From an optimization exercise on the open Yosys and OpenROAD flow, aimed at small area, a short achievable clock period and few clock cycles; shortcuts taken in it are not production practice. Where RTL was checked, it was by simulation tests only, not by an equivalence proof against the original.

## cedar
// dsl_cmac
module dsl_cmac (
    input  wire         clk,
    input  wire         rst_n,         
    input  wire         key_load,
    input  wire [127:0] key,
    input  wire         in_valid,
    output wire         in_ready,
    input  wire [31:0]  in_data,
    input  wire         in_last,
    input  wire [1:0]   in_nbytes,     
    output reg          tag_valid,
    output wire [127:0] tag
);
Size: roughly 5900 cells after synthesis, about 640 flip-flops, roughly 300 I/O pins, about 55000 um2 of cells after synthesis.
Settings: LEC_CHECK=0, CAP_MARGIN=20, CORE_MARGIN=2, CORE_UTILIZATION=30, CTS_BUF_LIST=sky130_fd_sc_hd__clkbuf_8 sky130_fd_sc_hd__clkbuf_16, CTS_CLUSTER_DIAMETER=100, CTS_CLUSTER_SIZE=20, GPL_ROUTABILITY_DRIVEN=0, PLACE_DENSITY=0.45, SETUP_SLACK_MARGIN=3.25, SLEW_MARGIN=20, SYNTH_HIERARCHICAL=1, SYNTH_MINIMUM_KEEP_SIZE=0; clock period 10.0 ns.
standard.sh (not shown) runs the stock make flow with config.mk's settings and CLKGATE_MAP_FILE= SYNTH_SCRIPT=/design/flow/synth_recipe.tcl, a recipe that flattens the netlist after the stock synthesis.
==> flow/flow/run.sh <==
#!/bin/bash
set -eu -o pipefail
bash standard.sh synth > synth.log 2>&1
bash standard.sh "BUFFER_PORTS_ARGS=-buffer_cell sky130_fd_sc_hd__buf_1" finish > layout.log 2>&1
Testbench counts of cedar, summed over its fixed seeds: cycles 77,494.
Inputs modified between cedar and lagoon:
- PLACE_DENSITY changed from 0.45 to 0.55
- CORE_UTILIZATION changed from 30 to 40
- GPL_ROUTABILITY_DRIVEN removed (was 0)
Notes after the runs:
cedar reports its top layer used by detailed routing as met4 while lagoon reports met5. Summary of lagoon over cedar: area growth from synthesis to layout -2.4 points; register-to-register slack now larger; maximum frequency now larger; final worst-path setup slack climbed 61 ps. [compare] base=cedar new=lagoon: half-perimeter wire length after detailed placement lost 17000 um; cell area after layout shows a reduction of about 2.2%.
diff inputs: lagoon => violet
- swapping 3.25 for 3 in SETUP_SLACK_MARGIN
- swapping sky130_fd_sc_hd__clkbuf_8 sky130_fd_sc_hd__clkbuf_16 for sky130_fd_sc_hd__clkbuf_4 sky130_fd_sc_hd__clkbuf_8 in CTS_BUF_LIST
- clearing CTS_CLUSTER_DIAMETER, which used to be 100
- clearing CTS_CLUSTER_SIZE, which used to be 20
- swapping 0.55 for 0.45 in PLACE_DENSITY
- swapping 40 for 30 in CORE_UTILIZATION
==> comparison <==
- Post-layout minimum cycle time came out higher on violet than on lagoon.
- Re via count of the first global-routing pass: lagoon and violet aren't equal, and the higher value belongs to violet.
- Insertion delay to the later sink of the worst-skew pair came out higher on violet than on lagoon.
- The worst hold slack in violet sits 15 ps above the value recorded for lagoon.
- Looking at quantity of gates resized following cts, violet sits 30 below lagoon.
- Highest metal layer used by the detailed router = met5: lagoon; highest metal layer used by the detailed router = met4: violet
The following lists how tundra was set up differently from violet:
- PLACE_DENSITY changed from 0.45 to 0.7
Results
tundra went all the way through the flow, and no timing, DRC or antenna check failed. For the clock skew, tundra came in 21 ps higher than violet did. Setup slack: tundra less than violet. tundra — global-route usage over all layers 1.6 points lower, violet as reference. Worst hold path stage count | tundra below violet. Initial core utilization: violet vs tundra identical. Area growth from synthesis to final layout: tundra and violet compared, lower one is tundra. tundra ended up with a lower count of antenna diodes in the layout than violet did. Compared with violet, in tundra design area saw a decrease; share of synthesized area occupied by flip-flops and latches level.

---

run A:
Another version of the RTL of dsl_cmac (not shown whole).
Size in the first run: about 6600 cells after synthesis.
// dsl_cmac
module dsl_cmac (
    input  wire         clk,
    input  wire         rst_n,         
    input  wire         key_load,
    input  wire [127:0] key,
    input  wire         in_valid,
    output wire         in_ready,
    input  wire [31:0]  in_data,
    input  wire         in_last,
    input  wire [1:0]   in_nbytes,     
    output reg          tag_valid,
    output wire [127:0] tag
);
clock: 10.0 ns
lec_check: 0
cap_margin: 20
core_margin: 2
core_utilization: 40
cts_buf_list: sky130_fd_sc_hd__clkbuf_8 sky130_fd_sc_hd__clkbuf_16
cts_cluster_diameter: 100
cts_cluster_size: 20
place_density: 0.65
setup_slack_margin: 5
slew_margin: 20
synth_hierarchical: 1
synth_minimum_keep_size: 0
==> flow/flow/run.sh <==
#!/bin/bash
set -eu -o pipefail
SETUP_MARGIN=${SETUP_MARGIN:-5.0}
bash standard.sh synth > synth.log 2>&1
bash standard.sh "BUFFER_PORTS_ARGS=-buffer_cell sky130_fd_sc_hd__buf_1" \
  "SETUP_SLACK_MARGIN=$SETUP_MARGIN" finish > layout.log 2>&1
Testbench counts of run A, summed over its fixed seeds: cycles 77,494.
diff inputs: run A => run B
- a change of PLACE_DENSITY from 0.65 to 0.55
==> flow/flow/run.sh <==
#!/bin/bash
set -eu -o pipefail
SETUP_MARGIN=${SETUP_MARGIN:-4.95}
bash standard.sh synth > synth.log 2>&1
bash standard.sh "BUFFER_PORTS_ARGS=-buffer_cell sky130_fd_sc_hd__buf_1" \
  "SETUP_SLACK_MARGIN=$SETUP_MARGIN" finish > layout.log 2>&1
- Against run A, worst hold slack after final layout in run B came out worse.
- From run A to run B the numbers moved as follows: global-route track usage on met2 rose by 4.1 points; worst-case clock skew has increased; final cell count has remained practically unchanged; largest fanout of any net on the critical path saw an increase.
--- input diff run B..run C ---
- changing CTS_CLUSTER_DIAMETER from 100 to 80
- changing CTS_CLUSTER_SIZE from 20 to 16
==> flow/flow/run.sh <==
#!/bin/bash
set -eu -o pipefail
SETUP_MARGIN=${SETUP_MARGIN:-5.0}
bash standard.sh synth > synth.log 2>&1
bash standard.sh "BUFFER_PORTS_ARGS=-buffer_cell sky130_fd_sc_hd__buf_1" \
  "SETUP_SLACK_MARGIN=$SETUP_MARGIN" finish > layout.log 2>&1
Results
Run B → run C: layout clock buffer count moved up; per-cell via count in the routed design now sits at about the same level; layout overhead on the synthesized area now larger; number of cells on the critical path shows a reduction of 4; final-layout worst hold slack picked up an extra 0.0082 ns.
Changes observed in run C relative to run B: pre-CTS setup slack saw little to no change, fraction of the core area covered by cells at the end of the flow rose 0.55 points.
### run C -> run D
- a change of CTS_CLUSTER_SIZE from 16 to 20
- a change of CTS_CLUSTER_DIAMETER from 80 to 100
==> flow/flow/run.sh <==
#!/bin/bash
set -eu -o pipefail
SETUP_MARGIN=${SETUP_MARGIN:-5.4}
bash standard.sh synth > synth.log 2>&1
bash standard.sh "BUFFER_PORTS_ARGS=-buffer_cell sky130_fd_sc_hd__buf_1" \
  "SETUP_SLACK_MARGIN=$SETUP_MARGIN" finish > layout.log 2>&1
==> comparison <==
Summary of run D over run C: slack of the critical path went up; cell area went up about 14%; multi-input gate share of total cell area saw a decrease.
Data arrival at the endpoint of the critical path: higher on run C
Run D ends up with a met1 track demand over resource that is 0.41 points higher than in run C.
Cell count: run D higher than run C
Sequential cell area share (run D over run C): decrease, 2.7 points
Changes in run E relative to run D:
- TNS_END_PERCENT: unset -> 50
- PLACE_DENSITY: 0.55 -> 0.6
==> flow/flow/run.sh <==
#!/bin/bash
set -eu -o pipefail
bash standard.sh synth > synth.log 2>&1
bash standard.sh "BUFFER_PORTS_ARGS=-buffer_cell sky130_fd_sc_hd__buf_1" "SETUP_SLACK_MARGIN=5.1" finish > layout.log 2>&1
Notes after the runs:
Run E vs run D, final hold slack went up by 0.0046 ns. Looking at multi-input gate share of the layout cell area, run E sits 2.1 points higher than run D does. Comparing area of the multi-input gates for run E and run D, the smaller number came from run E.
Edits applied to the flow inputs when going from run E to run F:
- TNS_END_PERCENT no longer set, was 50
- PLACE_DENSITY now 0.55, was 0.6
==> flow/flow/run.sh <==
#!/bin/bash
set -eu -o pipefail
SETUP_MARGIN=${SETUP_MARGIN:-5.0}
bash standard.sh synth > synth.log 2>&1
bash standard.sh "BUFFER_PORTS_ARGS=-buffer_cell sky130_fd_sc_hd__buf_1" \
  "SETUP_SLACK_MARGIN=$SETUP_MARGIN" "SKIP_GATE_CLONING=1" finish > layout.log 2>&1
[summary]
Compared to run E, run F has total length of routed met3 wires 24% lower.
Run E ended up with sky130_fd_sc_hd__xor2_1 as its slowest library cell on the worst path; run F ended up with sky130_fd_sc_hd__dfxtp_4.
Run F vs run E: worst setup slack up in run F
Compared run F against run E; standard cell area after detailed placement within noise.
Relative to run E, the growth of design area from synthesis to finish of run F is lower by 0.54 points.
Diff run F and run E: count of non-filler cells in the finished layout lower in run F
The placed instance count of run F and that of run E are within noise of each other.
Changes observed in run F relative to run E: final worst clock skew roughly the same; layout net count went down 29; maximum clock frequency went up by 0.33%; time the final worst path needs with I/O delays and setup decreased by 0.016 ns relative to the old numbers.

---

== run 1 ==
dsl_cmac, a different RTL version from the one above (not shown whole).
For scale: roughly 6900 cells after synthesis, about 640 flip-flops, about 300 I/O pins, roughly 61000 µm² of cells after synthesis.
clock: 10.0 ns
lec_check: 0
cap_margin: 20
core_margin: 2
core_utilization: 40
cts_buf_list: sky130_fd_sc_hd__clkbuf_8 sky130_fd_sc_hd__clkbuf_16
cts_cluster_diameter: 100
cts_cluster_size: 20
place_density: 0.6
setup_slack_margin: 5.0
slew_margin: 20
synth_hierarchical: 1
synth_minimum_keep_size: 0
tns_end_percent: 50
==> flow/flow/run.sh <==
#!/bin/bash
set -eu -o pipefail
bash standard.sh synth > synth.log 2>&1
bash standard.sh "BUFFER_PORTS_ARGS=-buffer_cell sky130_fd_sc_hd__buf_1" "SETUP_SLACK_MARGIN=5.8" finish > layout.log 2>&1
Run 1 finished end to end and its layout was clean on timing, DRC and antenna.
Input changes introduced in run 2 (baseline for comparison: run 1):
==> flow/flow/run.sh <==
#!/bin/bash
set -eu -o pipefail
bash standard.sh synth > synth.log 2>&1
bash standard.sh "BUFFER_PORTS_ARGS=-buffer_cell sky130_fd_sc_hd__buf_1" "SETUP_SLACK_MARGIN=5.6" finish > layout.log 2>&1
[summary]
Run 2 vs run 1, area added between synthesis and finish went down by 8.3 points. Setup slack: run 2 less than run 1. Buffering overhead (run 2 over run 1): decrease, 3.3 points. Compared with run 1, the router placed fewer vias in run 2.
Setup changes, run 2 to run 3
==> flow/flow/run.sh <==
#!/bin/bash
set -eu -o pipefail
bash standard.sh synth > synth.log 2>&1
bash standard.sh "BUFFER_PORTS_ARGS=-buffer_cell sky130_fd_sc_hd__buf_1" "SETUP_SLACK_MARGIN=5.4" finish > layout.log 2>&1
Notes after the runs:
- The largest fanout on the critical path reported for run 3 is greater than that of run 2 by 48.
- A cell at the slowest stage of the critical path of xnor2_2 is what run 2 shows, while and3b_4 belongs to run 3.
- Run 2 → run 3: total vias in the final route dropped 804; final area went down by 3.5%; post-detailed-routing wire length saw a decrease; count of buffers not belonging to the clock network in the layout lower.
- Run 3 completed end to end with timing, DRC and antenna clean.
Edits applied to the flow inputs when going from run 3 to run 4:
==> flow/flow/run.sh <==
#!/bin/bash
set -eu -o pipefail
bash standard.sh synth > synth.log 2>&1
bash standard.sh "BUFFER_PORTS_ARGS=-buffer_cell sky130_fd_sc_hd__buf_1" finish > layout.log 2>&1
Results
- Compared to run 3, run 4 has number of antenna diodes 5 lower.
- Run 3 and run 4 ended up with nearly the same clock transition at the registers of the reported paths.
- Vias: run 4 below run 3
- | cell area after placement | run 3 vs run 4 | ≈ equal |
- Final worst-path setup slack (lower): run 4
- Per the comparison of run 4 with run 3, relative slew slack went up 1.7 points.
No functional check of the RTL was part of any run of this note.

---

RTL: one of the versions met above, not the one the previous note started from.
Size: ~5900 cells after synthesis, ~640 flip-flops, roughly 300 I/O pins, about 55000 um2 of cells after synthesis.
export LEC_CHECK = 0
export CAP_MARGIN = 20
export CORE_MARGIN = 2
export CORE_UTILIZATION = 30
export CTS_BUF_LIST = sky130_fd_sc_hd__clkbuf_8 sky130_fd_sc_hd__clkbuf_16
export CTS_CLUSTER_DIAMETER = 100
export CTS_CLUSTER_SIZE = 25
export PLACE_DENSITY = 0.45
export SETUP_SLACK_MARGIN = 3
export SLEW_MARGIN = 20
export SYNTH_HIERARCHICAL = 1
export SYNTH_MINIMUM_KEEP_SIZE = 0
create_clock -name core_clock -period 10.0 [get_ports {clk}]
==> flow/flow/run.sh <==
#!/bin/bash
set -eu -o pipefail
bash standard.sh synth > synth.log 2>&1
bash standard.sh "BUFFER_PORTS_ARGS=-buffer_cell sky130_fd_sc_hd__buf_1" finish > layout.log 2>&1
The first run produced a clean layout.
Testbench counts at the start, summed over its fixed seeds: cycles 77,494.
==> next run, changes <==
--- a/flow/config.mk
+++ b/flow/config.mk
@@ -12,5 +12,5 @@
 export CTS_CLUSTER_DIAMETER = 100
-export CTS_CLUSTER_SIZE = 25
+export CTS_CLUSTER_SIZE = 20
 export PLACE_DENSITY = 0.45
-export SETUP_SLACK_MARGIN = 3
+export SETUP_SLACK_MARGIN = 3.5
 export SLEW_MARGIN = 20
After rerunning: Utilization rises by 1.6 points; wire length rises by about 1%; hold slack degrades by 8.4 ps; non-clock buffer count rises by 82.

---

v29:
dsl_cmac, a different RTL version from the one above (not shown whole).
For scale: ~6700 cells after synthesis, about 670 flip-flops.
clock: 10.0 ns
lec_check: 0
cap_margin: 20
core_margin: 2
core_utilization: 40
cts_buf_list: sky130_fd_sc_hd__clkbuf_8 sky130_fd_sc_hd__clkbuf_16
cts_cluster_diameter: 100
cts_cluster_size: 20
place_density: 0.6
setup_slack_margin: 5.0
slew_margin: 20
synth_hierarchical: 1
synth_minimum_keep_size: 0
tns_end_percent: 50
==> flow/flow/run.sh <==
#!/bin/bash
set -eu -o pipefail
SETUP_MARGIN=${SETUP_MARGIN:-5.5}
bash standard.sh synth > synth.log 2>&1
bash standard.sh "BUFFER_PORTS_ARGS=-buffer_cell sky130_fd_sc_hd__buf_1" \
  "SETUP_SLACK_MARGIN=$SETUP_MARGIN" finish > layout.log 2>&1
Testbench counts of v29, summed over its fixed seeds: cycles 77,502.
[inputs] v30 vs v29
Settings: changing PLACE_DENSITY from 0.6 to 0.5.
--- a/flow/flow/run.sh
+++ b/flow/flow/run.sh
@@ -2,3 +2,3 @@
 set -eu -o pipefail
-SETUP_MARGIN=${SETUP_MARGIN:-5.5}
+SETUP_MARGIN=${SETUP_MARGIN:-5.6}
 bash standard.sh synth > synth.log 2>&1
## What came out
Worst hold slack across all endpoints across v29 and v30: no real change.
Launching instance or port of the critical path: rk[26]$_DFF_P_ -> v29, aes_st[55]$_DFF_P_ -> v30
v30 finished end to end and its layout was clean on timing, DRC and antenna.
Reported for v29 and v30, xor and xnor area share after synthesis turned out identical to the last digit.
In v30 the longest individual stage delay on the worst path turned out 0.09 ns lower than in v29.
Input-level comparison between v35 and v30:
Settings: PLACE_DENSITY changed from 0.5 to 0.6.
==> flow/flow/run.sh <==
#!/bin/bash
set -eu -o pipefail
bash standard.sh synth > synth.log 2>&1
bash standard.sh "BUFFER_PORTS_ARGS=-buffer_cell sky130_fd_sc_hd__buf_1" "SETUP_SLACK_MARGIN=5.8" finish > layout.log 2>&1
## What came out
Going from v30 to v35, number of flip-flops and latches was more or less identical, via count went up by about 5.5%, maximum cell stage delay along the critical path went down by 0.05 ns. Wire length delta (v35 − v30): favourable. Looking at final antenna diode count across v35 and v30, the one that comes out lower is v35. v30 ended up with met5 as its top layer reached by signal wires; v35 ended up with met4. Post-route clock period utilization: v35 lower than v30. Comparing v35 and v30, the lower sequential share of layout area is on v35.
For v12, these inputs were changed with respect to v35:
==> flow/flow/run.sh <==
#!/bin/bash
set -eu -o pipefail
bash standard.sh synth > synth.log 2>&1
bash standard.sh "BUFFER_PORTS_ARGS=-buffer_cell sky130_fd_sc_hd__buf_1" "SETUP_SLACK_MARGIN=5.4" finish > layout.log 2>&1
Results
- v12 completed end to end with timing, DRC and antenna clean.
- Taking v35 as the reference, in v12 non-clock buffer count in the final layout fell by 410, post-route standard cell area excluding fillers fell by about 10%.
- On normalized max-slew margin: v12 sits above v35.
- For cell count after placement, v35 and v12 come out practically identical.
- Diff v35 -> v12 | top achievable clock speed | decrease of 6.5%
- Detailed route wirelength on metal2, v12 and v35: smaller value in v12

what the ideal ports hide:
The results above use ideal ports. As a check the final layouts listed here were re-extracted and re-timed, cells and wires unchanged.
Step 1 sets driving cells, clkbuf_16 on the clock port and buf_2 on the other inputs (assumed; they add their load-dependent delay and slew).
Step 2 times the ports against the registers' clock, not the clock port: input delays grow and output delays shrink by t, the midpoint of the rising clock arrivals with the driver on.
Three values: ideal ports, drivers, drivers and shift; two values: the first two.
run	t (ns)	slack for setup (ns)	worst register clock-pin slew, ns
cedar	0.728	3.444 / 3.444 / 3.444	0.10 / 0.10
lagoon	0.744	3.505 / 3.505 / 3.505	0.10 / 0.10
violet	0.887	3.270 / 3.270 / 3.270	0.08 / 0.08
tundra	0.861	3.182 / 3.182 / 3.182	0.07 / 0.07
run A	0.720	5.004 / 5.004 / 4.436	0.10 / 0.10
run B	0.715	5.062 / 5.062 / 4.507	0.10 / 0.10
run C	0.736	5.092 / 5.092 / 4.514	0.08 / 0.08
run D	0.737	5.259 / 5.259 / 4.728	0.11 / 0.11
run E	0.714	5.085 / 5.085 / 4.542	0.10 / 0.10
run F	0.714	5.101 / 5.101 / 4.494	0.10 / 0.10
run 1	0.722	5.783 / 5.783 / 5.091	0.10 / 0.10
run 2	0.718	5.661 / 5.661 / 5.028	0.10 / 0.10
run 3	0.714	5.376 / 5.393 / 4.679	0.10 / 0.10
run 4	0.721	5.159 / 5.159 / 4.591	0.09 / 0.09
the first run of note 4	0.725	3.287 / 3.287 / 3.287	0.11 / 0.11
the second run of note 4	0.724	3.646 / 3.646 / 3.646	0.10 / 0.10
v29	0.724	5.509 / 5.509 / 5.143	0.10 / 0.10
v30	0.719	5.665 / 5.665 / 5.196	0.10 / 0.10
v35	0.742	5.765 / 5.765 / 5.158	0.10 / 0.10
v12	0.728	5.472 / 5.472 / 4.908	0.09 / 0.09
After both steps every run listed still meets setup and hold. The setup slack of run 3, which loses most, moves by +0.017 ns with the drivers and by -0.697 ns with both steps.
